Source: an optimization exercise on an open RTL-to-GDS flow (aim: small area, a short achievable clock period and few clock cycles per item). Production flows keep margins and buffers that such runs may drop.
Only simulation tests tie the RTL to the original design; equivalence was not proved.
Power and IR drop assume default switching activity.

$ cat design/flow/flow/run.sh
#!/bin/bash
# Standard synthesis, then the standard layout with: repair_timing aiming at
# a setup margin below the clock period (the SDC is unchanged), and a plain
# buffer (flow/port_buffer.txt) on every port.
set -euo pipefail
MARGIN=$(cat flow/margin.txt)
PORTBUF=$(cat flow/port_buffer.txt)
bash standard.sh synth > synth.log 2>&1
bash standard.sh SETUP_SLACK_MARGIN=$MARGIN "BUFFER_PORTS_ARGS=-buffer_cell $PORTBUF" finish > layout.log 2>&1
$ cat design/flow/flow/margin.txt
8.5
$ cat design/flow/flow/port_buffer.txt
sky130_fd_sc_hd__buf_1
$ cat design/flow/standard.sh
#!/bin/bash
# synth_recipe.tcl (not shown) runs the flow's synth.tcl, then flattens the netlist and writes it again
# the make line also repeats each setting of config.mk as NAME=value (left out here)
make -C /OpenROAD-flow-scripts/flow DESIGN_CONFIG=/design/flow/config.mk WORK_HOME=/design/flow/orfs CLKGATE_MAP_FILE= SYNTH_SCRIPT=/design/flow/synth_recipe.tcl "${@:-finish}"
$ cat design/flow/config.mk
export PLATFORM = sky130hd
export DESIGN_NAME = dge_sha512
export DESIGN_NICKNAME = dge_sha512
export VERILOG_FILES = /design/flow/design.v
export SDC_FILE = /design/flow/constraint.sdc
export NUM_CORES = 8
export LEC_CHECK = 0
export ABC_AREA = 1
export CAP_MARGIN = 25
export CORE_MARGIN = 2
export CORE_UTILIZATION = 50
export PLACE_DENSITY = 0.7
export SLEW_MARGIN = 25
export SYNTH_MEMORY_MAX_BITS = 8192
$ cat design/flow/constraint.sdc
create_clock -name core_clock -period 13.0 [get_ports {clk}]
set_input_delay 2.6000 -clock core_clock [delete_from_list [all_inputs] [get_ports {clk}]]
set_output_delay 2.6000 -clock core_clock [all_outputs]
set_load 0.01 [all_outputs]
$ cat design/flow/design.v
module dge_sha512 (
    input  wire         clk,
    input  wire         rst,             
    input  wire         start,
    input  wire [7:0]   alg,             
    input  wire         resume,
    input  wire [511:0] resume_h,        
    input  wire [63:0]  resume_count,    
    input  wire         abort,
    input  wire         in_valid,
    output reg          in_ready,
    input  wire [63:0]  in_data,
    input  wire         in_last,
    input  wire [3:0]   in_nbytes,
    output reg          busy,
    output reg          done,
    output reg          err,
    output wire [511:0] digest
);
    localparam [1:0] S_IDLE = 2'd0,
                     S_POST = 2'd2,      
                     S_RND  = 2'd3;      
    localparam [1:0] F_DATA = 2'd0,      
                     F_PAD  = 2'd1,      
                     F_END  = 2'd2;      
    localparam [7:0] ALG_SHA384 = 8'h02,
                     ALG_SHA512 = 8'h03;
    reg [1:0]  state;
    reg [6:0]  kidx;         
    reg        first;        
    reg        is384;
    reg        ivload;       
    reg [1:0]  fmode;
    reg [3:0]  fp;           
    reg        need80;       
    reg        lenfit;       
    reg [60:0] cnt_hi;       
    reg [2:0]  cnt_lo;       
    reg        hv;           
    reg [63:0] a, b, c, d, e, f, g, h;
    reg [63:0] hkw;          
    reg [63:0] s1r, chr;     
    reg [63:0] w [0:15];     
    reg [63:0] ha [0:3];     
    reg [63:0] he [0:3];     
    integer i;
    function [63:0] kconst;
        input [6:0] t;
        case (t)
            7'd0:  kconst = 64'h428a2f98d728ae22; 7'd1:  kconst = 64'h7137449123ef65cd;
            7'd2:  kconst = 64'hb5c0fbcfec4d3b2f; 7'd3:  kconst = 64'he9b5dba58189dbbc;
            7'd4:  kconst = 64'h3956c25bf348b538; 7'd5:  kconst = 64'h59f111f1b605d019;
            7'd6:  kconst = 64'h923f82a4af194f9b; 7'd7:  kconst = 64'hab1c5ed5da6d8118;
            7'd8:  kconst = 64'hd807aa98a3030242; 7'd9:  kconst = 64'h12835b0145706fbe;
            7'd10: kconst = 64'h243185be4ee4b28c; 7'd11: kconst = 64'h550c7dc3d5ffb4e2;
            7'd12: kconst = 64'h72be5d74f27b896f; 7'd13: kconst = 64'h80deb1fe3b1696b1;
            7'd14: kconst = 64'h9bdc06a725c71235; 7'd15: kconst = 64'hc19bf174cf692694;
            7'd16: kconst = 64'he49b69c19ef14ad2; 7'd17: kconst = 64'hefbe4786384f25e3;
            7'd18: kconst = 64'h0fc19dc68b8cd5b5; 7'd19: kconst = 64'h240ca1cc77ac9c65;
            7'd20: kconst = 64'h2de92c6f592b0275; 7'd21: kconst = 64'h4a7484aa6ea6e483;
            7'd22: kconst = 64'h5cb0a9dcbd41fbd4; 7'd23: kconst = 64'h76f988da831153b5;
            7'd24: kconst = 64'h983e5152ee66dfab; 7'd25: kconst = 64'ha831c66d2db43210;
            7'd26: kconst = 64'hb00327c898fb213f; 7'd27: kconst = 64'hbf597fc7beef0ee4;
            7'd28: kconst = 64'hc6e00bf33da88fc2; 7'd29: kconst = 64'hd5a79147930aa725;
            7'd30: kconst = 64'h06ca6351e003826f; 7'd31: kconst = 64'h142929670a0e6e70;
            7'd32: kconst = 64'h27b70a8546d22ffc; 7'd33: kconst = 64'h2e1b21385c26c926;
            7'd34: kconst = 64'h4d2c6dfc5ac42aed; 7'd35: kconst = 64'h53380d139d95b3df;
            7'd36: kconst = 64'h650a73548baf63de; 7'd37: kconst = 64'h766a0abb3c77b2a8;
            7'd38: kconst = 64'h81c2c92e47edaee6; 7'd39: kconst = 64'h92722c851482353b;
            7'd40: kconst = 64'ha2bfe8a14cf10364; 7'd41: kconst = 64'ha81a664bbc423001;
            7'd42: kconst = 64'hc24b8b70d0f89791; 7'd43: kconst = 64'hc76c51a30654be30;
            7'd44: kconst = 64'hd192e819d6ef5218; 7'd45: kconst = 64'hd69906245565a910;
            7'd46: kconst = 64'hf40e35855771202a; 7'd47: kconst = 64'h106aa07032bbd1b8;
            7'd48: kconst = 64'h19a4c116b8d2d0c8; 7'd49: kconst = 64'h1e376c085141ab53;
            7'd50: kconst = 64'h2748774cdf8eeb99; 7'd51: kconst = 64'h34b0bcb5e19b48a8;
            7'd52: kconst = 64'h391c0cb3c5c95a63; 7'd53: kconst = 64'h4ed8aa4ae3418acb;
            7'd54: kconst = 64'h5b9cca4f7763e373; 7'd55: kconst = 64'h682e6ff3d6b2b8a3;
            7'd56: kconst = 64'h748f82ee5defb2fc; 7'd57: kconst = 64'h78a5636f43172f60;
            7'd58: kconst = 64'h84c87814a1f0ab72; 7'd59: kconst = 64'h8cc702081a6439ec;
            7'd60: kconst = 64'h90befffa23631e28; 7'd61: kconst = 64'ha4506cebde82bde9;
            7'd62: kconst = 64'hbef9a3f7b2c67915; 7'd63: kconst = 64'hc67178f2e372532b;
            7'd64: kconst = 64'hca273eceea26619c; 7'd65: kconst = 64'hd186b8c721c0c207;
            7'd66: kconst = 64'heada7dd6cde0eb1e; 7'd67: kconst = 64'hf57d4f7fee6ed178;
            7'd68: kconst = 64'h06f067aa72176fba; 7'd69: kconst = 64'h0a637dc5a2c898a6;
            7'd70: kconst = 64'h113f9804bef90dae; 7'd71: kconst = 64'h1b710b35131c471b;
            7'd72: kconst = 64'h28db77f523047d84; 7'd73: kconst = 64'h32caab7b40c72493;
            7'd74: kconst = 64'h3c9ebe0a15c9bebc; 7'd75: kconst = 64'h431d67c49c100d4c;
            7'd76: kconst = 64'h4cc5d4becb3e42b6; 7'd77: kconst = 64'h597f299cfc657e2a;
            7'd78: kconst = 64'h5fcb6fab3ad6faec; default: kconst = 64'h6c44198c4a475817;
        endcase
    endfunction
    reg [63:0] k;            
    function [127:0] csa;
        input [63:0] x, y, z;
        begin
            csa[63:0]   = x ^ y ^ z;
            csa[127:64] = {(x[62:0] & y[62:0]) | (x[62:0] & z[62:0]) | (y[62:0] & z[62:0]), 1'b0};
        end
    endfunction
    function [63:0] add64;
        input [63:0] x, y;
        reg [63:0] gg, pp;
        integer l, j, src;
        begin
            gg = x & y;
            pp = x ^ y;
            for (l = 0; l < 6; l = l + 1)
                for (j = 0; j < 64; j = j + 1)
                    if ((j >> l) & 1) begin
                        src = ((j >> l) << l) - 1;
                        gg[j] = gg[j] | (pp[j] & gg[src]);
                        pp[j] = pp[j] & pp[src];
                    end
            add64 = (x ^ y) ^ {gg[62:0], 1'b0};
        end
    endfunction
    function [63:0] add64bk;
        input [63:0] x, y;
        reg [63:0] gg, pp;
        integer l, j, st;
        begin
            gg = x & y;
            pp = x ^ y;
            for (l = 0; l < 6; l = l + 1) begin
                st = 1 << l;
                for (j = 0; j < 64; j = j + 1)
                    if (((j + 1) % (2*st)) == 0) begin
                        gg[j] = gg[j] | (pp[j] & gg[j-st]);
                        pp[j] = pp[j] & pp[j-st];
                    end
            end
            for (l = 4; l >= 0; l = l - 1) begin
                st = 1 << l;
                for (j = 0; j < 64; j = j + 1)
                    if (j >= 3*st-1 && ((j + 1 - st) % (2*st)) == 0) begin
                        gg[j] = gg[j] | (pp[j] & gg[j-st]);
                        pp[j] = pp[j] & pp[j-st];
                    end
            end
            add64bk = (x ^ y) ^ {gg[62:0], 1'b0};
        end
    endfunction
    wire [63:0] big_s0 = {a[27:0], a[63:28]} ^ {a[33:0], a[63:34]} ^ {a[38:0], a[63:39]};
    wire [63:0] big_s1 = s1r;
    wire [63:0] ch     = chr;
    wire [63:0] maj    = (a & b) ^ (a & c) ^ (b & c);
    wire [127:0] t1_cs = csa(hkw, big_s1, ch);
    wire [127:0] e_cs  = csa(t1_cs[63:0], t1_cs[127:64], d);
    wire [127:0] a_cs1 = csa(big_s0, maj, t1_cs[63:0]);
    wire [127:0] a_cs2 = csa(a_cs1[63:0], a_cs1[127:64], t1_cs[127:64]);
    wire [63:0]  e_new = add64(e_cs[63:0], e_cs[127:64]);
    wire [63:0]  a_new = add64(a_cs2[63:0], a_cs2[127:64]);
    wire [63:0] w1  = w[1];
    wire [63:0] w14 = w[14];
    wire [63:0] sm_s0 = {w14[0], w14[63:1]} ^ {w14[7:0], w14[63:8]} ^ {7'd0, w14[63:7]};
    wire [63:0] sm_s1 = {w1[18:0], w1[63:19]} ^ {w1[60:0], w1[63:61]} ^ {6'd0, w1[63:6]};
    wire [127:0] s_cs1 = csa(sm_s1, w[6], sm_s0);
    wire [127:0] s_cs2 = csa(s_cs1[63:0], s_cs1[127:64], w[15]);
    wire [63:0]  sched = add64(s_cs2[63:0], s_cs2[127:64]);
    function [63:0] bswap64;
        input [63:0] x;
        integer j;
        begin
            for (j = 0; j < 8; j = j + 1)
                bswap64[63-8*j -: 8] = x[8*j +: 8];
        end
    endfunction
    reg [63:0] last_beat;    
    always @(*) begin
        last_beat = 64'd0;
        for (i = 0; i < 8; i = i + 1) begin
            if (i < in_nbytes)
                last_beat[8*i +: 8] = in_data[8*i +: 8];
            else if (i == in_nbytes)
                last_beat[8*i +: 8] = 8'h80;
        end
    end
    wire         last_ok  = (in_nbytes <= 4'd8);
    wire [7:0]   mark_pos = {1'b0, fp, 3'b000} + {4'd0, in_nbytes};
    wire         alg_ok   = (alg == ALG_SHA384) || (alg == ALG_SHA512);
    wire feed_slot = (state == S_POST) ||
                     (state == S_RND && (kidx <= 7'd14 || kidx == 7'd80));
    wire go   = hv;
    wire need = (go && feed_slot && fmode != F_END) || !hv;    
    wire take = in_ready && in_valid;    
    wire fw   = need && (fmode == F_PAD || take);    
    wire [60:0] cnt_inc = cnt_hi + 61'd1;
    reg [63:0] pad_word;
    always @(*) begin
        if (need80)
            pad_word = {8'h80, 56'd0};
        else if (lenfit && fp == 4'd14)
            pad_word = {61'd0, cnt_hi[60:58]};
        else if (lenfit && fp == 4'd15)
            pad_word = {cnt_hi[57:0], cnt_lo, 3'b000};
        else
            pad_word = 64'd0;
    end
    wire [63:0] feed_word = (fmode == F_DATA) ?
                            (in_last ? bswap64(last_beat) : bswap64(in_data)) : pad_word;
    wire rot = (state == S_POST) || (state == S_RND && kidx >= 7'd78);
    wire clr67 = is384 && (state == S_POST) && (fmode == F_END);
    wire [63:0] sum_a = add64bk(ha[3], first ? 64'd0 : a);
    wire [63:0] sum_e = add64bk(he[3], first ? 64'd0 : e);
    wire [127:0] hkw_cs = csa(g, k, w[0]);
    wire [511:0] h_cat = {ha[0], ha[1], ha[2], ha[3], he[0], he[1], he[2], he[3]};
    genvar gi;
    generate
        for (gi = 0; gi < 64; gi = gi + 1) begin : g_dig
            assign digest[8*gi +: 8] = h_cat[511-8*gi -: 8];
        end
    endgenerate
    wire [511:0] rh;         
    generate
        for (gi = 0; gi < 64; gi = gi + 1) begin : g_rh
            assign rh[511-8*gi -: 8] = resume_h[8*gi +: 8];
        end
    endgenerate
    wire [511:0] iv = is384 ?
        {64'hcbbb9d5dc1059ed8, 64'h629a292a367cd507, 64'h9159015a3070dd17, 64'h152fecd8f70e5939,
         64'h67332667ffc00b31, 64'h8eb44a8768581511, 64'hdb0c2e0d64f98fa7, 64'h47b5481dbefa4fa4} :
        {64'h6a09e667f3bcc908, 64'hbb67ae8584caa73b, 64'h3c6ef372fe94f82b, 64'ha54ff53a5f1d36f1,
         64'h510e527fade682d1, 64'h9b05688c2b3e6c1f, 64'h1f83d9abfb41bd6b, 64'h5be0cd19137e2179};
    wire idle = (state == S_IDLE);
    reg [1:0] state_n;
    reg [6:0] kidx_n;
    reg [1:0] fmode_n;
    reg       hv_n, done_n, err_n;
    wire      bad_last = take && in_last && !last_ok;
    wire [6:0] knext   = (state == S_POST) ? 7'd1 :
                         (kidx == 7'd80) ? 7'd0 : kidx + 7'd1;
    always @(*) begin
        state_n    = state;
        done_n     = done;
        err_n      = err;
        if (rst || abort) begin
            state_n = S_IDLE;
            done_n  = 1'b0;
            err_n   = 1'b0;
        end else if (idle) begin
            if (start) begin
                done_n = 1'b0;
                err_n  = 1'b0;
                if (!alg_ok || (resume && resume_count[6:0] != 7'd0)) begin
                    done_n = 1'b1;
                    err_n  = 1'b1;
                end else begin
                    state_n = S_POST;
                end
            end
        end else if (bad_last) begin
            state_n = S_IDLE;
            done_n  = 1'b1;
            err_n   = 1'b1;
        end else if (go) begin
            if (state == S_POST) begin
                if (fmode == F_END) begin
                    state_n = S_IDLE;
                    done_n  = 1'b1;
                end else begin
                    state_n = S_RND;
                end
            end else if (kidx == 7'd80) begin
                state_n = S_POST;
            end
        end
    end
    always @(*) begin
        kidx_n  = kidx;
        fmode_n = fmode;
        hv_n    = hv;
        if (idle) begin
            kidx_n  = 7'd0;
            fmode_n = F_DATA;
            hv_n    = 1'b0;
        end else begin
            if (need && fmode == F_DATA)
                hv_n = take;
            else
                hv_n = 1'b1;
            if (go)
                kidx_n = knext;
            if (fw) begin
                if (fmode == F_DATA) begin
                    if (in_last)
                        fmode_n = F_PAD;
                end else if (fp == 4'd15 && lenfit) begin
                    fmode_n = F_END;
                end
            end
        end
    end
    always @(posedge clk) begin
        if (idle)
            k <= kconst(7'd0);
        else if (go)
            k <= kconst(knext);
    end
    wire feed_slot_n = (state_n == S_POST) ||
                       (state_n == S_RND && (kidx_n <= 7'd14 || kidx_n == 7'd80));
    wire busy_n      = (state_n != S_IDLE);
    always @(posedge clk) begin
        state    <= state_n;
        kidx     <= kidx_n;
        fmode    <= fmode_n;
        done     <= done_n;
        err      <= err_n;
        hv       <= hv_n;
        busy     <= busy_n;
        in_ready <= busy_n && fmode_n == F_DATA &&
                    ((hv_n && feed_slot_n) || !hv_n);
    end
    always @(posedge clk) begin
        if (idle) begin
            ivload <= start && !resume;
            if (start) begin
                is384 <= (alg == ALG_SHA384);
                {ha[3], ha[0], ha[1], ha[2], he[3], he[0], he[1], he[2]} <= rh;
            end
        end else if (ivload) begin
            ivload <= 1'b0;
            {ha[3], ha[0], ha[1], ha[2], he[3], he[0], he[1], he[2]} <= iv;
        end else if (go && rot) begin
            ha[0] <= sum_a; ha[1] <= ha[0]; ha[2] <= ha[1]; ha[3] <= ha[2];
            he[0] <= sum_e; he[1] <= he[0];
            he[2] <= clr67 ? 64'd0 : he[1];
            he[3] <= clr67 ? 64'd0 : he[2];
        end
    end
    always @(posedge clk) begin
        if (idle) begin
            first  <= 1'b1;
            fp     <= 4'd0;
            need80 <= 1'b0;
            cnt_hi <= resume ? resume_count[63:3] : 61'd0;
            cnt_lo <= 3'd0;
        end else begin
            if (fw) begin
                fp <= fp + 4'd1;
                if (fmode == F_DATA) begin
                    if (!in_last || in_nbytes[3])
                        cnt_hi <= cnt_inc;
                    if (in_last) begin
                        cnt_lo <= in_nbytes[2:0];
                        need80 <= (in_nbytes == 4'd8);
                        lenfit <= (mark_pos <= 8'd111) || (fp == 4'd15);
                    end
                end else begin
                    need80 <= 1'b0;
                    if (fp == 4'd15)
                        lenfit <= 1'b1;
                end
            end
            if (go && state == S_POST)
                first <= 1'b0;
        end
    end
    reg [63:0] e_d, f_d, g_d;
    always @(*) begin
        e_d = e;
        f_d = f;
        g_d = g;
        if (idle) begin
            g_d = rh[63:0];          
        end else if (ivload) begin
            g_d = iv[63:0];
        end else if (go) begin
            if (state == S_POST) begin
                e_d = sum_e;
                f_d = he[0];
                g_d = he[1];
            end else if (state == S_RND) begin
                e_d = e_new;
                f_d = e;
                g_d = (kidx == 7'd80) ? he[1] : f;
            end
        end
    end
    always @(posedge clk) begin
        e   <= e_d;
        f   <= f_d;
        g   <= g_d;
        s1r <= {e_d[13:0], e_d[63:14]} ^ {e_d[17:0], e_d[63:18]} ^ {e_d[40:0], e_d[63:41]};
        chr <= (e_d & f_d) ^ (~e_d & g_d);
    end
    always @(posedge clk) begin
        if (fw)
            w[0] <= feed_word;
        else if (go)
            w[0] <= sched;
    end
    always @(posedge clk) begin
        if (!idle && go) begin
            for (i = 1; i < 16; i = i + 1)
                w[i] <= w[i-1];
            hkw <= add64bk(hkw_cs[63:0], hkw_cs[127:64]);
            if (state == S_POST) begin
                {a, b, c, d} <= {sum_a, ha[0], ha[1], ha[2]};
                h <= he[2];
            end else if (state == S_RND) begin
                h <= g;
                d <= c;
                c <= b;
                b <= a;
                a <= a_new;
            end
        end
    end
endmodule
==> key figures, run 1 <==
Placement
  – DP HPWL: 468,000 um
  – GP Congestion: 1.19
  – Placed Cells: 16,700
  – Port buffer count: 1,174

Floorplan
  – Rows: 184
  – Die X: 505 um
  – Core ar.: 251,000 um2
  – Starting Density: 50.1%
  – Boundary pin count: 1,175
  – Die Span Y: 505 um
  – Die Area: 255,000 um2

Power
  – Internal power: 0.0129 W
  – Clock network power share: 43.0%
  – Sw frac: 26.0%
  – Sw power: 0.00454 W
  – IR drop worst, VDD: 0.141 mV
  – Sequential share of power: 48.4%
  – Lkg Pwr: 59.8 nW
  – Logic pwr share: 8.7%
  – P per Cell Area: 116 nW/um2
  – Total chip power: 0.0174 W

STA
  – Final number of max-transition violations: 0
  – Total Neg Setup Slack: 0 ns
  – Fmax: 0.209 GHz
  – Hold Violations, Final: 0
  – Period utilization: 36.8%
  – Final min period: 4.78 ns
  – Unrepaired setup endpoints after global routing: true
  – Worst relative slew slack: 12.8%
  – Setup violations, final: 0
  – Slew @ Worst Pin: 1.30 ns
  – Clock skew: 0.119 ns
  – Hold Slack: 0.340 ns

Synthesis
  – Post-Syn Area: 126,000 um2
  – Seq cells post-synth: 2,329
  – Synth warn: 4
  – Synth Flop Type: edfxtp_1
  – Synth Area in Simple Gates: 14.9%
  – Compound-Gate Fraction of Synth Area: 10.1%
  – Post-synthesis mux area share: 0.0159%
  – Post-Synthesis Cells: 12,500
  – Syn nets: 14,200
  – Xor-xnor portion of the synthesized cell area: 4.24%
  – Post-synth EDFFs: 1,919
  – Synthesized area per cell: 10.0 um2
  – Sequential element share of the synthesized area: 52.4%
  – Number of different library cells in the post-synthesis netlist: 78
  – Largest family of logic cells by synthesized area: simple AND/OR/NAND/NOR gates
  – Adder-cell share of the synthesized area: 12.7%
  – FFs w/ async S/R, synth: 0%

Finish
  – Share of layout cells above drive strength 1: 12.1%
  – Nets: 15,600
  – Area Growth Syn to Fin: 19.3%
  – Final Non-Filler Cells: 17,600
  – Post-Route Utilization: 59.8%

Clocking
  – Clock slew at the register clock pins of the worst setup and hold paths: 0.07 ns
  – Number of hold buffers added after cts: 0
  – CTS tree: built
  – Htree depth: 4
  – CTS max path bufs: 3
  – Latest clock arrival within the worst-skew pair: 0.98 ns
  – Num CTS Buffers: 241
  – Clk sinks: 2,329
  – Clk root buf: clkbuf_16

GRT
  – First-pass GRT wire length: 817,000 um
  – Vias in the first global route: 100,000
  – Overflow after GRT: 0
  – Initial antenna violation count: 91
  – Largest net degree at the start of global routing: 226
  – Gr usage total: 46.8%

Hold path
  – Hold crit path type: flip-flop to flip-flop
  – Hold path cells: 0
  – Hold Path Sink: w[4][51]
  – Beginning of the worst hold path: w[3][51]

Critical path
  – Worst endpoint required time: 10.40 ns
  – Top delay family on crit path: flip-flops
  – Reg-to-Reg End: a[61]
  – R2r startpoint: hkw[48]
  – Arr. time, crit path: 2.18 ns
  – Buf+Inv Stages, Crit Path: 1
  – Setup Crit Path Kind: flip-flop to output pin
  – Setup crit start kind: flip-flop
  – R2R Setup Slk: 8.26 ns
  – CP max-delay cell: edfxtp_1
  – Crit end category: output pin
  – CP Launch Point: he[3][36]
  – Crit path max fanout: 3
  – Crit path cell chain: buf_1
  – Slowest stage delay, CP: 0.92 ns
  – R2R depth: 19

Routing
  – Pre-antenna DRT Iters: 9
  – DRT Wirelength: 619,000 um
  – Drt via density: 6.30
  – DRC: 0
  – Via Count: 111,000
  – Initial drt markers: 18,800
  – Post-DRT Antenna Nets: 0
  – DR WL/cell: 35.1 um

Run status
  – Status: no timing/DRC/antenna violations

Job
  – Max-cap viol count: 0
-- routing by layer --
metal  track usage, %  routed length [um]
met1             55.4              206000
met2             67.6              261000
met3             17.6               85600
met4             38.3               65800
met5            0.507                 575
-- cells in the mapped netlist, types with 60 or more instances --
cell / count / area [um2]
xnor2_1: 251 / 2200
o21ai_0: 1019 / 5100
fa_1: 550 / 11000
inv_1: 1374 / 5160
nor2_1: 929 / 3490
nand4_1: 60 / 375
nor3_1: 80 / 400
buf_2: 80 / 400
edfxtp_1: 1919 / 57600
xor2_1: 355 / 3110
o22ai_1: 115 / 719
nand3_1: 624 / 3120
nand2_1: 2792 / 10500
a21oi_1: 530 / 2650
dfxtp_1: 410 / 8210
ha_1: 397 / 4970
clkbuf_1: 310 / 1160
-- worst max-delay path by stage --
| stage | endpoint | slack, ns | depth (start not counted) |
|---|---|---|---|
| finish | digest[476] | 8.22 | 1 |
| global route | a[61] | 8.05 | 19 |
| CTS | a[33] | 8.34 | 22 |
| detailed placement | s1r[40] | 7.01 | 23 |
| global placement | s1r[40] | 7.09 | 23 |
| floorplan | ha[0][0] | 1.15 | 2 |
-- layout by cell type (no fill, tap or decap), drive strengths merged, types with 61 or more instances in the layout --
cell type and count:
ha 397, dfxtp 410, clkinv 100, buf 1638
nand3 628, a21oi 537, nand2 2828, nor2 951
o22ai 115, clkbuf 300, edfxtp 1919, nor3 84
inv 1403, diode 86, xor2 356, xnor2 251
fa 550, o21ai 1064, nand4 61
-- flip-flops by register name (all words and copies together) (netlist names), 2 cells and up --
signal / count
b: 64
f: 64
kidx: 7
he: 256
g: 64
hkw: 64
w: 1024
chr: 64
cnt_hi: 61
fmode: 2
ha: 256
s1r: 64
d: 64
k: 64
state: 2
e: 64
c: 64
a: 64
cnt_lo: 3
fp: 4
-- metrics by stage --
step	setup WS, ns	cell area, um2
after floorplan	1.15	126000
after global placement	7.09	134000
after detailed placement	7.01	134000
after CTS	8.34	145000
after global routing	8.05	150000
final	8.22	150000
-- power by group through the flow --
| stage | Sequential [W] | Clock, W | Combinational [W] |
|---|---|---|---|
| final | 0.00844 | 0.00750 | 0.00151 |
| after global routing | 0.00841 | 0.00775 | 0.00159 |
| after CTS | 0.00841 | 0.00747 | 0.00132 |
| after detailed placement | 0.00857 | 0 | 0.00124 |
| after global placement | 0.00858 | 0 | 0.00123 |
| after floorplan | 0.00848 | 0 | 0.000654 |
-- cell type report --
| type | instances | area, um2 |
|---|---|---|
| clock buffer | 294 | 6380 |
| fill | 21200 | 101000 |
| inverter | 1409 | 5380 |
| sequential | 2329 | 65900 |
| clock inverter | 156 | 2090 |
| timing repair buffer | 1648 | 9090 |
| antenna | 86 | 215 |
| tap | 3348 | 4190 |
| multi-input combinational | 8359 | 56700 |
-- cell families (layout without fill, tap and decap cells) --
logic type	count (synthesis)	after routing
other	0	86
buffers and inverters	1864	3507
DFF	2329	2329
xor gates and xnor gates	607	607
adders and majority gates	948	948
muxes	2	2
and+or+nand+nor	4600	4603
AOI/OAI and AO/OA	2199	2199
-- repair_timing --
| item | in CTS | in global routing |
|---|---|---|
| pin swaps | 75 | 246 |
| buffers inserted | 144 | 193 |
| gates resized for setup | 265 | 721 |
| setup endpoints to repair | 1224 | 659 |
| cloned | 12 | 4 |
Testbench counts, summed over its fixed seeds: cycles 55,230, bytes 57,574.
==> inputs of run 2 (changes only) <==
--- a/design/flow/design.v
+++ b/design/flow/design.v
@@ -32,2 +32,6 @@
     reg        ivload;       
+    reg        in_post;      
+    reg        in_rnd;       
+    reg        k80;          
+    reg        rot;          
     reg [1:0]  fmode;
@@ -180,4 +184,3 @@
     wire         alg_ok   = (alg == ALG_SHA384) || (alg == ALG_SHA512);
-    wire feed_slot = (state == S_POST) ||
-                     (state == S_RND && (kidx <= 7'd14 || kidx == 7'd80));
+    wire feed_slot = in_post || (in_rnd && (kidx <= 7'd14 || k80));
     wire go   = hv;
@@ -200,4 +203,3 @@
                             (in_last ? bswap64(last_beat) : bswap64(in_data)) : pad_word;
-    wire rot = (state == S_POST) || (state == S_RND && kidx >= 7'd78);
-    wire clr67 = is384 && (state == S_POST) && (fmode == F_END);
+    wire clr67 = is384 && in_post && (fmode == F_END);
     wire [63:0] sum_a = add64bk(ha[3], first ? 64'd0 : a);
@@ -229,4 +231,4 @@
     wire      bad_last = take && in_last && !last_ok;
-    wire [6:0] knext   = (state == S_POST) ? 7'd1 :
-                         (kidx == 7'd80) ? 7'd0 : kidx + 7'd1;
+    wire [6:0] knext   = in_post ? 7'd1 :
+                         k80 ? 7'd0 : kidx + 7'd1;
     always @(*) begin
@@ -309,2 +311,6 @@
         busy     <= busy_n;
+        in_post  <= (state_n == S_POST);
+        in_rnd   <= (state_n == S_RND);
+        k80      <= (kidx_n == 7'd80);
+        rot      <= (state_n == S_POST) || (state_n == S_RND && kidx_n >= 7'd78);
         in_ready <= busy_n && fmode_n == F_DATA &&
@@ -353,3 +359,3 @@
             end
-            if (go && state == S_POST)
+            if (go && in_post)
                 first <= 1'b0;
@@ -367,3 +373,3 @@
         end else if (go) begin
-            if (state == S_POST) begin
+            if (in_post) begin
                 e_d = sum_e;
@@ -371,6 +377,6 @@
                 g_d = he[1];
-            end else if (state == S_RND) begin
+            end else if (in_rnd) begin
                 e_d = e_new;
                 f_d = e;
-                g_d = (kidx == 7'd80) ? he[1] : f;
+                g_d = k80 ? he[1] : f;
             end
@@ -396,6 +402,6 @@
             hkw <= add64bk(hkw_cs[63:0], hkw_cs[127:64]);
-            if (state == S_POST) begin
+            if (in_post) begin
                 {a, b, c, d} <= {sum_a, ha[0], ha[1], ha[2]};
                 h <= he[2];
-            end else if (state == S_RND) begin
+            end else if (in_rnd) begin
                 h <= g;
--- a/design/flow/config.mk
+++ b/design/flow/config.mk
@@ -8,7 +8,7 @@
 export ABC_AREA = 1
-export CAP_MARGIN = 25
+export CAP_MARGIN = 20
 export CORE_MARGIN = 2
-export CORE_UTILIZATION = 50
+export CORE_UTILIZATION = 45
 export PLACE_DENSITY = 0.7
-export SLEW_MARGIN = 25
+export SLEW_MARGIN = 20
 export SYNTH_MEMORY_MAX_BITS = 8192
==> key figures, run 2 <==
Synthesis
  – Synth Area in Simple Gates: 13.9% (was 14.9%)
  – Synth warn: 4 (unchanged)
  – Adder-cell share of the synthesized area: 12.7% (about the same)
  – FFs w/ async S/R, synth: 0% (unchanged)
  – Post-Syn Area: 126,000 um2 (about the same)
  – Synth cell count leaders: nand2_1, edfxtp_1, inv_1, o21ai_0 (was nand2_1, edfxtp_1, inv_1, o21ai_0, nor2_1)
  – Seq cells post-synth: 2,333 (was 2,329)
  – Top cells by area, synth: edfxtp_1, fa_1, nand2_1 (unchanged)
  – Largest family of logic cells by synthesized area: simple AND/OR/NAND/NOR gates (unchanged)
  – Xor-xnor portion of the synthesized cell area: 4.12% (was 4.24%)
  – Largest area contributor in the netlist: edfxtp_1 (unchanged)
  – Number of different library cells in the post-synthesis netlist: 76 (was 78)
  – Post-Synthesis Cells: 12,300 (was 12,500)
  – Sequential element share of the synthesized area: 52.5% (was 52.4%)
  – Post-synth EDFFs: 1,919 (unchanged)
  – Synthesized area per cell: 10.2 um2 (was 10.0 um2)
  – Most common cell in the synthesized netlist: nand2_1 (unchanged)
  – Compound-Gate Fraction of Synth Area: 10.9% (was 10.1%)
  – Post-synthesis mux area share: 0.00797% (was 0.0159%)
  – Post-synth top area share: 45.9% (was 45.8%)
  – Syn nets: 14,000 (was 14,200)
  – Synth Flop Type: edfxtp_1 (unchanged)

Critical path
  – Crit path cell chain: fa_2, buf_4, fa_1, ha_4, nand2_1, nand3_2, buf_4, nand3_1, a21boi_0, o21ai_0, o211ai_1, o21ai_1, buf_4, inv_1, o21ai_0 (was buf_1)
  – Reg-to-Reg End: chr[6] (was a[61])
  – Slowest stage delay, CP: 0.73 ns (was 0.92 ns)
  – Crit path top cell by count: buf_4
  – Crit path max fanout: 4 (was 3)
  – Worst endpoint required time: 13.73 ns (was 10.40 ns)
  – R2r startpoint: hkw[3] (was hkw[48])
  – Crit end category: flip-flop (was output pin)
  – Arr. time, crit path: 5.57 ns (was 2.18 ns)
  – R2R depth: 15 (was 19)
  – Setup crit start kind: flip-flop (unchanged)
  – Setup Crit Path Kind: flip-flop to flip-flop (was flip-flop to output pin)
  – CP max-delay cell: o21ai_0 (was edfxtp_1)
  – R2R Setup Slk: 8.15 ns (was 8.26 ns)

Floorplan
  – Die Span Y: 532 um (was 505 um)
  – Starting Density: 45.1% (was 50.1%)
  – Rows: 194 (was 184)
  – Die Area: 283,000 um2 (was 255,000 um2)
  – Core ar.: 279,000 um2 (was 251,000 um2)
  – Boundary pin count: 1,175 (unchanged)
  – Die X: 532 um (was 505 um)

Finish
  – Max reg flops: 1,024 (unchanged)
  – Area Growth Syn to Fin: 19.0% (was 19.3%)
  – Most common cell after layout, fill and taps aside: nand2_1 (unchanged)
  – Largest register by flop count: w (unchanged)
  – # fillers: 24,900 (was 21,200)
  – Post-Route Utilization: 53.6% (was 59.8%)
  – Commonest non-fill, non-tap cells in the layout: nand2_1, edfxtp_1, inv_1 (unchanged)
  – Top flop regs: w x1024, ha x256, he x256 (unchanged)
  – Final Non-Filler Cells: 17,700 (was 17,600)
  – Share of layout cells above drive strength 1: 11.4% (was 12.1%)
  – Nets: 15,400 (was 15,600)

GRT
  – Gr usage total: 42.5% (was 46.8%)
  – Vias in the first global route: 100,000 (about the same)
  – Initial antenna violation count: 69 (was 91)
  – First-pass GRT wire length: 826,000 um (was 817,000 um)
  – Overflow after GRT: 0 (unchanged)
  – Largest net degree at the start of global routing: 199 (was 226)

Placement
  – Placed Cells: 16,900 (was 16,700)
  – DP HPWL: 481,000 um (was 468,000 um)
  – Port buffer count: 1,174 (unchanged)
  – DP Worst Slack: 7.25 ns (was 7.01 ns)
  – GP Congestion: 1.07 (was 1.19)

Routing
  – DRT Wirelength: 623,000 um (was 619,000 um)
  – DR WL/cell: 35.1 um (about the same)
  – Initial drt markers: 14,400 (was 18,800)
  – Via Count: 107,000 (was 111,000)
  – DRC: 0 (unchanged)
  – Drt via density: 6.00 (was 6.30)
  – Post-DRT Antenna Nets: 0 (unchanged)
  – Pre-antenna DRT Iters: 6 (was 9)

Hold path
  – Hold path cells: 0 (unchanged)
  – Hold Path Sink: w[5][40] (was w[4][51])
  – Hold crit path type: flip-flop to flip-flop (unchanged)
  – Beginning of the worst hold path: w[4][40] (was w[3][51])

STA
  – Worst relative slew slack: 16.9% (was 12.8%)
  – Clock skew: 0.0465 ns (was 0.119 ns)
  – Total Neg Setup Slack: 0 ns (unchanged)
  – Slew @ Worst Pin: 1.23 ns (was 1.30 ns)
  – Final setup margin: 8.15 ns (was 8.22 ns)
  – Setup violations, final: 0 (unchanged)
  – Final number of max-transition violations: 0 (unchanged)
  – Fmax: 0.206 GHz (was 0.209 GHz)
  – Period utilization: 37.3% (was 36.8%)
  – Unrepaired setup endpoints after global routing: true (unchanged)
  – Hold Violations, Final: 0 (unchanged)
  – Final min period: 4.85 ns (was 4.78 ns)

Clocking
  – Clk sinks: 2,333 (was 2,329)
  – Num CTS Buffers: 270 (was 241)
  – CTS max path bufs: 4 (was 3)
  – Htree depth: 5 (was 4)
  – CTS tree: built (unchanged)
  – Clk root buf: clkbuf_16 (unchanged)
  – Latest clock arrival within the worst-skew pair: 0.94 ns (was 0.98 ns)
  – Clock slew at the register clock pins of the worst setup and hold paths: 0.06 ns (was 0.07 ns)

Power
  – Lkg Pwr: 59.3 nW (was 59.8 nW)
  – IR drop worst, VDD: 0.0975 mV (was 0.141 mV)
  – Total chip power: 0.0196 W (was 0.0174 W)
  – P per Cell Area: 131 nW/um2 (was 116 nW/um2)

Run status
  – Status: no timing/DRC/antenna violations (unchanged)

Job
  – Max-cap viol count: 0 (unchanged)
==> run 2: cell types whose count changed in the layout (fill, tap and decap cells not counted), moves of 27 or more <==
cell / previous run / this run
a21oi_1: 476 / 535
buf_4: 366 / 330
clkbuf_16: 246 / 281
diode_2: 86 / 51
inv_1: 1315 / 1355
nand2_1: 2616 / 2564
nand2_2: 162 / 128
nand3_1: 540 / 588
nand3_2: 61 / 34
nor2_1: 873 / 591
o211ai_1: 55 / 95
o21ai_0: 990 / 895
o22a_1: 10 / 88
o22ai_1: 113 / 165
==> run 2: metrics by stage <==
stage | instance area, um2 | hold slack, ns
after detailed placement | 134000 | 0.405
after global routing | 149000 | 0.397
after CTS | 146000 | 0.390
after global placement | 134000 | 0.400
final | 149000 | 0.394
after floorplan | 126000 | 0.400
==> run 2: per-layer routing <==
layer / up-vias / share of wire, % / wire, um / track usage, %
li1: 44800 / - / - / -
met1: 52700 / 36 / 222000 / 51.6
met2: 7118 / 44 / 273000 / 64.0
met3: 1870 / 9.5 / 59200 / 8.94
met4: 46 / 11 / 68600 / 38.2
met5: - / 0.047 / 293 / 0
==> run 2: area by class of cell <==
cell class	count	area, um2	area share (%)
flip-flops and latches	2333	66000	44.1
diodes	51	128	0.0854
clock inverters	153	1790	1.20
clock buffers	340	7220	4.83
multi-input cells	8111	55800	37.3
inverters	1451	5520	3.69
well taps	3724	4660	3.12
repair buffers	1584	8460	5.66
==> run 2: power by group <==
| group | internal [W] | switching (W) | leakage (nW) |
|---|---|---|---|
| registers | 0.00824 | 0.000256 | 21.2 |
| logic | 0.00113 | 0.00196 | 33.7 |
| clock network | 0.00459 | 0.00337 | 4.36 |
| total | 0.0140 | 0.00559 | 59.3 |
==> run 2: timing repair <==
| item | CTS | global route |
|---|---|---|
| hold endpoints to repair | 0 | 0 |
| pin swaps | 76 | 166 |
| setup buffers | 105 | 143 |
| gates cloned | 9 | 7 |
| gates resized for setup | 328 | 504 |
| endpoints found under the setup margin | 739 | 708 |
| hold buffers | 0 | 0 |
==> run 2: worst max-delay path by stage <==
stage           endpoint  slack, ns    from
2_1_floorplan   ha[0][0]       2.20   start
3_3_place_gp   ha[2][52]       7.29   start
3_5_place_dp   ha[0][54]       7.25   start
4_1_cts          s1r[13]       8.41   first
5_1_grt            a[61]       8.22   a[14]
6_report          chr[6]       8.15  hkw[3]
==> run 2: critical path, delay by kind of cell, from the launching register on <==
family                     cells  cell delay (ns)
adders and majority gates      3             1.34
and+or+nand+nor                3             0.26
buffers and inverters          4             0.71
AOI/OAI and AO/OA              5             1.92
DFF                            1             0.40
==> run 2: cells by family after synthesis <==
kind of cell,count (synthesis)
AOI/OAI and AO/OA,2315
xor gates and xnor gates,591
adders and majority gates,946
buffers and inverters,1907
DFF,2333
muxes,1
and+or+nand+nor,4252
Testbench counts of run 2, summed over its fixed seeds: cycles 55,230, bytes 57,574.
==> inputs of run 3 (changes only) <==
--- a/design/flow/config.mk
+++ b/design/flow/config.mk
@@ -10,3 +10,3 @@
 export CORE_MARGIN = 2
-export CORE_UTILIZATION = 45
+export CORE_UTILIZATION = 50
 export PLACE_DENSITY = 0.7
==> key figures, run 3 <==
Run status
  – Status: no timing/DRC/antenna violations (unchanged)

GRT
  – Gr usage total: 45.3% (was 42.5%)
  – M1 GR Usage: 53.9% (was 51.6%)
  – Largest net degree at the start of global routing: 176 (was 199)
  – Initial antenna violation count: 78 (was 69)
  – Met2 Usage GRT: 66.8% (was 64.0%)
  – First-pass GRT wire length: 796,000 um (was 826,000 um)
  – Overflow after GRT: 0 (unchanged)
  – GR Util met3: 13.9% (was 8.94%)
  – Most Used Layer, Global Route: met2 (unchanged)
  – Vias in the first global route: 99,100 (was 100,000)

Finish
  – Share of layout cells above drive strength 1: 10.7% (was 11.4%)
  – Most common cell after layout, fill and taps aside: nand2_1 (unchanged)
  – Area Growth Syn to Fin: 17.2% (was 19.0%)
  – Top flop regs: w x1024, ha x256, he x256 (unchanged)
  – # fillers: 21,600 (was 24,900)
  – Max reg flops: 1,024 (unchanged)
  – Nets: 15,300 (was 15,400)
  – Largest register by flop count: w (unchanged)
  – Final Non-Filler Cells: 17,300 (was 17,700)
  – Commonest non-fill, non-tap cells in the layout: nand2_1, edfxtp_1, inv_1 (unchanged)

STA
  – Period utilization: 35.9% (was 37.3%)
  – Worst relative slew slack: 18.9% (was 16.9%)
  – Unrepaired setup endpoints after global routing: true (unchanged)
  – Setup violations, final: 0 (unchanged)
  – Fmax: 0.214 GHz (was 0.206 GHz)
  – Hold Violations, Final: 0 (unchanged)
  – Final number of max-transition violations: 0 (unchanged)
  – Final min period: 4.67 ns (was 4.85 ns)
  – Hold Slack: 0.359 ns (was 0.394 ns)
  – Clock skew: 0.120 ns (was 0.0465 ns)
  – Total Neg Setup Slack: 0 ns (unchanged)
  – Slew @ Worst Pin: 1.20 ns (was 1.23 ns)

Hold path
  – Hold crit path type: flip-flop to flip-flop (unchanged)
  – Beginning of the worst hold path: w[8][43] (was w[4][40])

Placement
  – GP Congestion: 1.12 (was 1.07)
  – DP HPWL: 459,000 um (was 481,000 um)
  – Placed Cells: 16,500 (was 16,900)
  – Port buffer count: 1,174 (unchanged)

Power
  – Lkg Pwr: 58.8 nW (was 59.3 nW)
  – IR drop worst, VDD: 0.159 mV (was 0.0975 mV)
  – P per Cell Area: 128 nW/um2 (was 131 nW/um2)

Clocking
  – Clk sinks: 2,333 (unchanged)
  – CTS max path bufs: 3 (was 4)
  – Htree depth: 4 (was 5)
  – Clk root buf: clkbuf_16 (unchanged)
  – Clock slew at the register clock pins of the worst setup and hold paths: 0.06 ns (about the same)
  – Latest clock arrival within the worst-skew pair: 0.96 ns (was 0.94 ns)
  – Num CTS Buffers: 241 (was 270)
  – CTS tree: built (unchanged)

Synthesis
  – Post-synth EDFFs: 1,919 (unchanged)
  – Number of different library cells in the post-synthesis netlist: 76 (unchanged)
  – Synth Flop Type: edfxtp_1 (unchanged)
  – Post-Synthesis Cells: 12,300 (unchanged)
  – Largest area contributor in the netlist: edfxtp_1 (unchanged)
  – Syn nets: 14,000 (unchanged)
  – Synth cell count leaders: nand2_1, edfxtp_1, inv_1, o21ai_0 (unchanged)
  – Top cells by area, synth: edfxtp_1, fa_1, nand2_1 (unchanged)
  – Post-Syn Area: 126,000 um2 (unchanged)
  – Seq cells post-synth: 2,333 (unchanged)
  – Synthesized area per cell: 10.2 um2 (unchanged)
  – Sequential element share of the synthesized area: 52.5% (unchanged)
  – Post-synth top area share: 45.9% (unchanged)
  – Synth warn: 4 (unchanged)
  – Most common cell in the synthesized netlist: nand2_1 (unchanged)
  – FFs w/ async S/R, synth: 0% (unchanged)

Floorplan
  – Core ar.: 251,000 um2 (was 279,000 um2)
  – Die Area: 255,000 um2 (was 283,000 um2)
  – Starting Density: 50.1% (was 45.1%)
  – Die X: 505 um (was 532 um)
  – Boundary pin count: 1,175 (unchanged)
  – Rows: 184 (was 194)
  – Die Span Y: 505 um (was 532 um)

Critical path
  – Arr. time, crit path: 5.49 ns (was 5.57 ns)
  – Setup Crit Path Kind: flip-flop to flip-flop (unchanged)
  – Buf+Inv Stages, Crit Path: 5 (was 4)
  – Slowest stage delay, CP: 0.53 ns (was 0.73 ns)
  – R2r startpoint: kidx[0] (was hkw[3])
  – Crit path cell chain: nand4_1, nor2_1, nand2_1, nand2_1, nor2_4, buf_4, inv_4, buf_4, nand2_2, nor2_2, nand2_1, buf_4, inv_1, o21ai_0, nand3_1 (was fa_2, buf_4, fa_1, ha_4, nand2_1, nand3_2, buf_4, nand3_1, a21boi_0, o21ai_0, o211ai_1, o21ai_1, buf_4, inv_1, o21ai_0)
  – Setup crit start kind: flip-flop (unchanged)
  – Crit end category: flip-flop (unchanged)
  – Crit path max fanout: 34 (was 4)
  – Worst endpoint required time: 13.83 ns (was 13.73 ns)
  – CP max-delay cell: dfxtp_1 (was o21ai_0)
  – Top delay family on crit path: simple AND/OR/NAND/NOR gates (was compound AO/OA/AOI/OAI gates)
  – CP Launch Point: kidx[0] (was hkw[3])

Routing
  – DRC: 0 (unchanged)
  – Drt via density: 6.19 (was 6.00)
  – DR WL/cell: 34.4 um (was 35.1 um)
  – DRT Wirelength: 595,000 um (was 623,000 um)
  – Pre-antenna DRT Iters: 9 (was 6)
  – Initial drt markers: 16,400 (was 14,400)
  – Post-DRT Antenna Nets: 0 (unchanged)
  – Via Count: 107,000 (about the same)

Job
  – Max-cap viol count: 0 (unchanged)
[run 3: worst paths after layout]
check	to	slack, ns	cells past startpoint
worst max-delay path	k[6]	8.33	15
worst min-delay path	w[9][43]	0.36	0
worst max register to register	k[6]	8.33	15
worst min register to register	w[9][43]	0.36	0
[run 3: power by group]
| part | switching (W) | leakage, nW | internal [W] |
|---|---|---|---|
| clock network | 0.00324 | 3.97 | 0.00410 |
| registers | 0.000296 | 21.2 | 0.00824 |
| logic | 0.00186 | 33.6 | 0.00109 |
[run 3: through the flow]
| step | worst slack [ns] | power [W] | util [%] | instance area (um2) |
|---|---|---|---|---|
| 2_1_floorplan | 2.20 | 0.0101 | - | 126000 |
| 5_1_grt | 8.21 | 0.0193 | 58.7 | 147000 |
| 4_1_cts | 8.39 | 0.0185 | 57.4 | 144000 |
| 3_3_place_gp | 6.84 | 0.0111 | 53.3 | 134000 |
| 3_5_place_dp | 7.01 | 0.0111 | 53.3 | 134000 |
| 6_report | 8.33 | 0.0188 | 58.7 | 147000 |
[run 3: per-layer routing]
metal | routed length, um | up-vias
met5 | 187 | -
met2 | 255000 | 7876
met1 | 204000 | 52300
met4 | 66000 | 28
li1 | - | 44700
met3 | 71100 | 2192
[run 3: repair_timing]
action,4_1_cts,5_1_grt
buffers inserted,105,126
pin swaps,55,155
gates resized for setup,225,514
cloned,9,5
setup endpoints to repair,637,454
hold buffers,0,0
[run 3: final cells by class]
class	count	area, um2	share of cell area, %
Tap cell	3348	4190	2.85
Timing Repair Buffer	1546	7960	5.40
Sequential cell	2333	66000	44.8
Timing Repair inverter	1	5.00	0.00340
Clock buffer	303	6410	4.35
Clock inverter	155	1930	1.31
Inverter	1451	5540	3.76
Antenna cell	49	123	0.0833
Multi-Input combinational cell	8109	55100	37.4
[run 3: worst reg2reg max path: cells and delay by family, from the launching register on]
family          cells  cell delay (ns)
flops               1             0.53
simple gates        9             1.99
buf+inv             5             1.78
compound gates      1             0.27
[run 3: cells by family (layout without fill, tap and decap cells)]
family,count (synthesis),after routing,synth area share (%)
buffers and inverters,1907,3456,5.86
xor gates and xnor gates,591,591,4.12
adders and majority gates,946,946,12.7
and+or+nand+nor,4252,4256,13.9
other,0,49,0
muxes,1,1,0.00797
DFF,2333,2333,52.5
AOI/OAI and AO/OA,2315,2315,10.9
==> inputs of run 4 (changes only) <==
--- a/design/flow/design.v
+++ b/design/flow/design.v
@@ -204,4 +204,4 @@
     wire clr67 = is384 && in_post && (fmode == F_END);
-    wire [63:0] sum_a = add64bk(ha[3], first ? 64'd0 : a);
-    wire [63:0] sum_e = add64bk(he[3], first ? 64'd0 : e);
+    wire [63:0] sum_a = add64(ha[3], first ? 64'd0 : a);
+    wire [63:0] sum_e = add64(he[3], first ? 64'd0 : e);
     wire [127:0] hkw_cs = csa(g, k, w[0]);
==> key figures, run 4 <==
Run status
  – Status: no timing/DRC/antenna violations (unchanged)

Synthesis
  – Post-synth EDFFs: 1,919 (unchanged)
  – Post-Syn Area: 127,000 um2 (was 126,000 um2)
  – Top cells by area, synth: edfxtp_1, nand2_1, fa_1 (was edfxtp_1, fa_1, nand2_1)
  – Seq cells post-synth: 2,333 (unchanged)
  – Largest area contributor in the netlist: edfxtp_1 (unchanged)
  – Sequential element share of the synthesized area: 51.7% (was 52.5%)
  – Number of different library cells in the post-synthesis netlist: 78 (was 76)
  – Synth Flop Type: edfxtp_1 (unchanged)
  – Synth cell count leaders: nand2_1, edfxtp_1, inv_1, o21ai_0, nand3_1 (was nand2_1, edfxtp_1, inv_1, o21ai_0)
  – Most common cell in the synthesized netlist: nand2_1 (unchanged)
  – Syn nets: 14,500 (was 14,000)
  – Post-Synthesis Cells: 12,900 (was 12,300)
  – Synthesized area per cell: 9.87 um2 (was 10.2 um2)
  – Post-synth top area share: 45.2% (was 45.9%)
  – FFs w/ async S/R, synth: 0% (unchanged)
  – Synth warn: 4 (unchanged)

Routing
  – DRT Wirelength: 689,000 um (was 595,000 um)
  – DR WL/cell: 38.2 um (was 34.4 um)
  – Post-DRT Antenna Nets: 0 (unchanged)
  – Pre-antenna DRT Iters: 14 (was 9)
  – Via Count: 116,000 (was 107,000)
  – Initial drt markers: 18,200 (was 16,400)
  – Drt via density: 6.41 (was 6.19)
  – DRC: 0 (unchanged)

Finish
  – Commonest non-fill, non-tap cells in the layout: nand2_1, edfxtp_1, inv_1 (unchanged)
  – Largest register by flop count: w (unchanged)
  – Nets: 15,900 (was 15,300)
  – Most common cell after layout, fill and taps aside: nand2_1 (unchanged)
  – Share of layout cells above drive strength 1: 11.9% (was 10.7%)
  – Area Growth Syn to Fin: 19.3% (was 17.2%)
  – # fillers: 20,900 (was 21,600)
  – Top flop regs: w x1024, ha x256, he x256 (unchanged)
  – Max reg flops: 1,024 (unchanged)

Critical path
  – Setup crit start kind: flip-flop (unchanged)
  – Worst endpoint required time: 13.63 ns (was 13.83 ns)
  – Arr. time, crit path: 6.55 ns (was 5.49 ns)
  – Setup Crit Path Kind: flip-flop to flip-flop (unchanged)
  – Crit end category: flip-flop (unchanged)
  – Crit path max fanout: 8 (was 34)

Hold path
  – Hold crit path type: flip-flop to flip-flop (unchanged)

STA
  – Fmax: 0.169 GHz (was 0.214 GHz)
  – Clock skew: 0.0922 ns (was 0.120 ns)
  – Hold Slack: 0.376 ns (was 0.359 ns)
  – Hold Violations, Final: 0 (unchanged)
  – Worst relative slew slack: 4.32% (was 18.9%)
  – Period utilization: 45.5% (was 35.9%)
  – Total Neg Setup Slack: 0 ns (unchanged)
  – Final number of max-transition violations: 0 (unchanged)
  – Setup violations, final: 0 (unchanged)
  – Slew @ Worst Pin: 1.44 ns (was 1.20 ns)
  – Unrepaired setup endpoints after global routing: true (unchanged)
  – Final min period: 5.91 ns (was 4.67 ns)

Clocking
  – Htree depth: 5 (was 4)
  – CTS max path bufs: 4 (was 3)
  – Clock slew at the register clock pins of the worst setup and hold paths: 0.07 ns (was 0.06 ns)
  – Number of hold buffers added after cts: 0 (unchanged)
  – Latest clock arrival within the worst-skew pair: 0.94 ns (was 0.96 ns)
  – Clk sinks: 2,333 (unchanged)
  – Clk root buf: clkbuf_16 (unchanged)
  – Num CTS Buffers: 268 (was 241)
  – CTS tree: built (unchanged)

Floorplan
  – Rows: 185 (was 184)
  – Die X: 509 um (was 505 um)
  – Core ar.: 254,000 um2 (was 251,000 um2)
  – Die Area: 259,000 um2 (was 255,000 um2)
  – Boundary pin count: 1,175 (unchanged)
  – Starting Density: 50.2% (was 50.1%)
  – Die Span Y: 509 um (was 505 um)

Placement
  – Port buffer count: 1,174 (unchanged)
  – DP HPWL: 508,000 um (was 459,000 um)
  – GP Congestion: 1.11 (was 1.12)

Job
  – Max-cap viol count: 0 (unchanged)

GRT
  – Largest net degree at the start of global routing: 204 (was 176)
  – Overflow after GRT: 0 (unchanged)
  – Initial antenna violation count: 111 (was 78)
  – First-pass GRT wire length: 875,000 um (was 796,000 um)
  – Gr usage total: 50.0% (was 45.3%)
  – Vias in the first global route: 105,000 (was 99,100)

Power
  – Lkg Pwr: 60.8 nW (was 58.8 nW)
  – P per Cell Area: 117 nW/um2 (was 128 nW/um2)
  – IR drop worst, VDD: 0.111 mV (was 0.159 mV)
==> run 4: changes by cell type after synthesis, sizes merged, moves of 52 or more <==
cell / delta
nand3: +222
inv: +160
nor2: +119
a21oi: +101
o21ai: -53
fa: -52
==> run 4: cell families (layout without fill, tap and decap cells) <==
group           after synthesis  after routing  share of synthesized area (%)
buf+inv                    2076           3723                           6.32
flops                      2333           2333                           51.7
simple gates               4658           4666                           15.3
compound gates             2392           2392                           11.1
xor+xnor                    551            551                           3.79
other cells                   0            104                              0
fa+ha+maj                   896            896                           11.7
==> run 4: repair_timing <==
action,4_1_cts,5_1_grt
pin swaps,69,178
gates cloned,6,7
resized for setup,369,585
endpoints found under the setup margin,718,503
setup buffers,174,145
==> run 4: metal layers <==
layer / wire length, um / up-vias / track usage [%]
met5: 927 / - / 0
met4: 89000 / 67 / 50.1
met3: 87200 / 2947 / 13.8
met2: 290000 / 9994 / 73.8
met1: 222000 / 55700 / 57.7
li1: - / 46800 / -
==> run 4: layout make-up <==
class / count / area (um2) / area share (%)
clock inverter: 129 / 1520 / 0.997
timing repair buffer: 1635 / 8810 / 5.80
inverter: 1613 / 6210 / 4.08
clock buffer: 345 / 7300 / 4.80
timing repair inverter: 1 / 5.00 / 0.00329
multi-input combinational: 8505 / 57700 / 38.0
tap: 3366 / 4210 / 2.77
antenna: 104 / 260 / 0.171
sequential: 2333 / 65900 / 43.4
==> run 4: final timing paths <==
check | slack, ns | depth (start not counted) | start | to
min | 0.38 | 0 | w[8][19] | w[9][19]
max reg2reg | 7.09 | 17 | w[1][30] | w[0][26]
max | 7.09 | 17 | w[1][30] | w[0][26]
min reg2reg | 0.38 | 0 | w[8][19] | w[9][19]
==> run 4: power by group <==
group          leakage, nW  switching, W  internal, W
clock network         4.27       0.00344      0.00452
logic                 35.3      0.000937     0.000491
registers             21.2      0.000223      0.00817
total                 60.8       0.00460       0.0132
==> run 4: worst max-delay path, stage by stage (launching register included) <==
cell and delay [ns]:
edfxtp_1 0.52, buf_6 0.18, buf_4 0.14, xnor2_1 0.24, xor2_1 0.35, inv_1 0.13
fa_1 0.51, fa_1 0.52, ha_1 0.35, inv_1 0.08, nor3_1 0.36, nand3_2 0.15
nand2_4 0.19, nand2_1 0.20, nand2_2 0.25, nand2_1 0.14, a21oi_1 1.10, o21ai_0 0.22
==> run 4: stage by stage <==
step	setup slack [ns]	std cells	total power, W	utilization (%)	instance area (um2)
after floorplan	2.14	12900	0.00911	-	127000
after detailed placement	6.90	17100	0.00973	53.4	135000
after global routing	7.29	18000	0.0180	59.8	152000
after CTS	8.47	17800	0.0175	58.2	148000
final	7.09	18000	0.0178	59.9	152000
after global placement	6.95	17100	0.00973	53.4	135000
Testbench counts of run 4, summed over its fixed seeds: cycles 55,230, bytes 57,574.
==> inputs of run 5 (changes only) <==
--- a/design/flow/config.mk
+++ b/design/flow/config.mk
@@ -10,3 +10,3 @@
 export CORE_MARGIN = 2
-export CORE_UTILIZATION = 50
+export CORE_UTILIZATION = 45
 export PLACE_DENSITY = 0.7
==> key figures, run 5 <==
Critical path
  – CP max-delay cell: fa_2 (was a21oi_1)
  – Crit path max fanout: 8 (unchanged)
  – Arr. time, crit path: 5.33 ns (was 6.55 ns)
  – Top delay family on crit path: adder cells (unchanged)
  – Crit end category: flip-flop (unchanged)
  – Slowest stage delay, CP: 0.66 ns (was 1.10 ns)
  – Setup crit start kind: flip-flop (unchanged)
  – Worst endpoint required time: 13.67 ns (was 13.63 ns)
  – Buf+Inv Stages, Crit Path: 6 (was 4)
  – Setup Crit Path Kind: flip-flop to flip-flop (unchanged)
  – R2R Setup Slk: 8.34 ns (was 7.09 ns)
  – Crit path cell chain: fa_2, buf_6, inv_4, fa_1, inv_2, fa_1, ha_4, a21o_1, a21oi_2, o21bai_2, a21oi_2, nand2_1, nand2_1, nand3b_1, buf_6, buf_12, buf_12, a21oi_4, nand3_2, nand3_2, nand2_1 (was buf_6, buf_4, xnor2_1, xor2_1, inv_1, fa_1, fa_1, ha_1, inv_1, nor3_1, nand3_2, nand2_4, nand2_1, nand2_2, nand2_1, a21oi_1, o21ai_0)
  – Crit path top cell by count: nand2_1

STA
  – Fmax: 0.214 GHz (was 0.169 GHz)
  – Final min period: 4.66 ns (was 5.91 ns)
  – Clock skew: 0.0618 ns (was 0.0922 ns)
  – Worst relative slew slack: 19.2% (was 4.32%)
  – Hold Violations, Final: 0 (unchanged)
  – Final number of max-transition violations: 0 (unchanged)
  – Unrepaired setup endpoints after global routing: true (unchanged)
  – Final setup margin: 8.34 ns (was 7.09 ns)
  – Setup violations, final: 0 (unchanged)
  – Period utilization: 35.9% (was 45.5%)
  – Slew @ Worst Pin: 1.21 ns (was 1.44 ns)
  – Total Neg Setup Slack: 0 ns (unchanged)

GRT
  – Met2 Usage GRT: 65.1% (was 73.8%)
  – Largest net degree at the start of global routing: 206 (was 204)
  – Initial antenna violation count: 143 (was 111)
  – Vias in the first global route: 102,000 (was 105,000)
  – GR Util met3: 11.6% (was 13.8%)
  – Most Used Layer, Global Route: met2 (unchanged)
  – Overflow after GRT: 0 (unchanged)
  – First-pass GRT wire length: 860,000 um (was 875,000 um)
  – Gr usage total: 44.2% (was 50.0%)
  – M1 GR Usage: 53.3% (was 57.7%)

Synthesis
  – Syn nets: 14,500 (unchanged)
  – Synth Flop Type: edfxtp_1 (unchanged)
  – Post-synth top area share: 45.2% (unchanged)
  – Largest area contributor in the netlist: edfxtp_1 (unchanged)
  – Synth cell count leaders: nand2_1, edfxtp_1, inv_1, o21ai_0, nand3_1 (unchanged)
  – Most common cell in the synthesized netlist: nand2_1 (unchanged)
  – Post-Syn Area: 127,000 um2 (unchanged)
  – Seq cells post-synth: 2,333 (unchanged)
  – Post-synth EDFFs: 1,919 (unchanged)
  – Top cells by area, synth: edfxtp_1, nand2_1, fa_1 (unchanged)
  – Number of different library cells in the post-synthesis netlist: 78 (unchanged)
  – Post-Synthesis Cells: 12,900 (unchanged)
  – Synth warn: 4 (unchanged)
  – FFs w/ async S/R, synth: 0% (unchanged)
  – Synthesized area per cell: 9.87 um2 (unchanged)
  – Sequential element share of the synthesized area: 51.7% (unchanged)

Clocking
  – Clk root buf: clkbuf_16 (unchanged)
  – Htree depth: 5 (unchanged)
  – Clock slew at the register clock pins of the worst setup and hold paths: 0.06 ns (was 0.07 ns)
  – Number of hold buffers added after cts: 0 (unchanged)
  – CTS max path bufs: 4 (unchanged)
  – CTS tree: built (unchanged)
  – Latest clock arrival within the worst-skew pair: 0.92 ns (was 0.94 ns)
  – Clk sinks: 2,333 (unchanged)
  – Num CTS Buffers: 267 (was 268)

Routing
  – Drt via density: 6.07 (was 6.41)
  – DR WL/cell: 35.7 um (was 38.2 um)
  – Pre-antenna DRT Iters: 9 (was 14)
  – Post-DRT Antenna Nets: 0 (unchanged)
  – Initial drt markers: 15,200 (was 18,200)
  – Via Count: 111,000 (was 116,000)
  – DRC: 0 (unchanged)
  – DRT Wirelength: 655,000 um (was 689,000 um)

Floorplan
  – Die Span Y: 536 um (was 509 um)
  – Core ar.: 282,000 um2 (was 254,000 um2)
  – Boundary pin count: 1,175 (unchanged)
  – Rows: 195 (was 185)
  – Die Area: 287,000 um2 (was 259,000 um2)
  – Die X: 536 um (was 509 um)
  – Starting Density: 45.2% (was 50.2%)

Power
  – IR drop worst, VDD: 0.112 mV (was 0.111 mV)
  – P per Cell Area: 116 nW/um2 (was 117 nW/um2)
  – Lkg Pwr: 59.9 nW (was 60.8 nW)

Finish
  – Largest register by flop count: w (unchanged)
  – Top flop regs: w x1024, ha x256, he x256 (unchanged)
  – Nets: 15,800 (was 15,900)
  – Max reg flops: 1,024 (unchanged)
  – # fillers: 25,500 (was 20,900)
  – Commonest non-fill, non-tap cells in the layout: nand2_1, edfxtp_1, inv_1 (unchanged)
  – Share of layout cells above drive strength 1: 9.95% (was 11.9%)
  – Most common cell after layout, fill and taps aside: nand2_1 (unchanged)
  – Post-route cell area: 150,000 um2 (was 152,000 um2)
  – Area Growth Syn to Fin: 17.8% (was 19.3%)

Placement
  – DP Worst Slack: 7.12 ns (was 6.90 ns)
  – Port buffer count: 1,174 (unchanged)
  – Placement-stage cell area: 136,000 um2 (was 135,000 um2)
  – DP HPWL: 514,000 um (was 508,000 um)
  – GP Congestion: 1.13 (was 1.11)

Run status
  – Status: no timing/DRC/antenna violations (unchanged)

Hold path
  – Hold crit path type: flip-flop to flip-flop (unchanged)

Job
  – Max-cap viol count: 0 (unchanged)
## run 5: final cells by class
cell class              instances  area [um2]  share of cell area (%)
multi-input cells            8500       56000                    37.3
clock buffers                 329        7190                    4.79
clock inverters               154        1570                    1.04
inverters                    1613        6240                    4.16
repair buffers               1573        8230                    5.48
repair inverters                1        5.00                 0.00334
well taps                    3743        4680                    3.12
diodes                        104         260                   0.173
flip-flops and latches       2333       65900                    43.9
## run 5: layer usage
layer	vias to the layer above	part of all wire, %
li1	46700	-
met1	54400	35
met2	8008	43
met3	2071	11
met4	64	11
met5	-	0.10
## run 5: worst paths after layout
check	start	to	cells after the start
setup reg to reg	hkw[33]	a[57]	21
hold / removal	w[12][8]	w[13][8]	0
hold reg to reg	w[12][8]	w[13][8]	0
setup / recovery	hkw[33]	a[57]	21
## run 5: repair_timing
action                                  CTS  global route
pin swaps                                36           120
hold endpoints to repair                  0             0
buffers inserted                        100           148
cloned                                    1             8
gates resized for setup                 216           394
endpoints found under the setup margin  724           746
## run 5: through the flow
stage | hold slack (ns) | utilization (%) | cells | total power (W)
2_1_floorplan | 0.400 | - | 12900 | 0.00911
3_3_place_gp | 0.400 | 48.2 | 17500 | 0.00971
3_5_place_dp | 0.405 | 48.2 | 17500 | 0.00972
4_1_cts | 0.398 | 52.0 | 18100 | 0.0174
5_1_grt | 0.402 | 53.2 | 18300 | 0.0178
6_report | 0.398 | 53.2 | 18400 | 0.0175
## run 5: worst reg2reg max path, cell delays in order (launching register included)
cell	delay (ns)
edfxtp_1	0.48
fa_2	0.67
buf_6	0.14
inv_4	0.03
fa_1	0.52
inv_2	0.05
fa_1	0.59
ha_4	0.22
a21o_1	0.20
a21oi_2	0.18
o21bai_2	0.13
a21oi_2	0.15
nand2_1	0.10
nand2_1	0.07
nand3b_1	0.11
buf_6	0.17
buf_12	0.15
buf_12	0.13
a21oi_4	0.14
nand3_2	0.08
nand3_2	0.06
nand2_1	0.05
## run 5: cells by family (layout without fill, tap and decap cells)
family	after synthesis	after routing	share of synthesized area, %
and+or+nand+nor	4658	4661	15.3
other	0	104	0
buffers and inverters	2076	3670	6.32
AOI/OAI and AO/OA	2392	2392	11.1
DFF	2333	2333	51.7
adders and majority gates	896	896	11.7
xor gates and xnor gates	551	551	3.79
## run 5: power breakdown
part           switching, W  total, W  internal [W]
registers          0.000210   0.00838       0.00817
logic              0.000892   0.00136      0.000464
clock network       0.00336   0.00774       0.00438
total               0.00446    0.0175        0.0130

## separate check: timing with driven ports
In the flow no input, the clock included, has a driving cell. The finished layouts below were timed again as built, in two steps. Step 1 (the two cells are an assumption about what drives the block):
set clk [get_ports {clk}]
set_driving_cell -lib_cell sky130_fd_sc_hd__clkbuf_16 $clk
set_driving_cell -lib_cell sky130_fd_sc_hd__buf_2 [delete_from_list [all_inputs] $clk]
Step 2 moves the port delays by t, midway between the first and last clock arrival at a register: inputs arrive t later, outputs are due t later. That takes back most of the time a late clock gives input paths. a / b / c = ideal / step 1 / step 2; a / b = the first two.
run	t, ns	setup WS [ns]	worst setup path after step 2	worst data-port slew with drivers (ns)	cell pins on the clock port's net
run 1	1.021	8.222 / 8.117 / 7.714	input to register	0.31	1
run 2	1.040	8.155 / 8.155 / 7.565	input to register	0.44	1
run 3	1.006	8.333 / 8.333 / 7.579	input to register	0.26	1
run 4	1.006	7.086 / 7.086 / 7.086	register to register	0.46	1
run 5	1.022	8.338 / 8.338 / 7.377	input to register	0.44	1
After both steps every run listed still meets setup and hold. The setup slack of run 5, which loses most, moves by 0.000 ns with the drivers and by -0.961 ns with both steps.
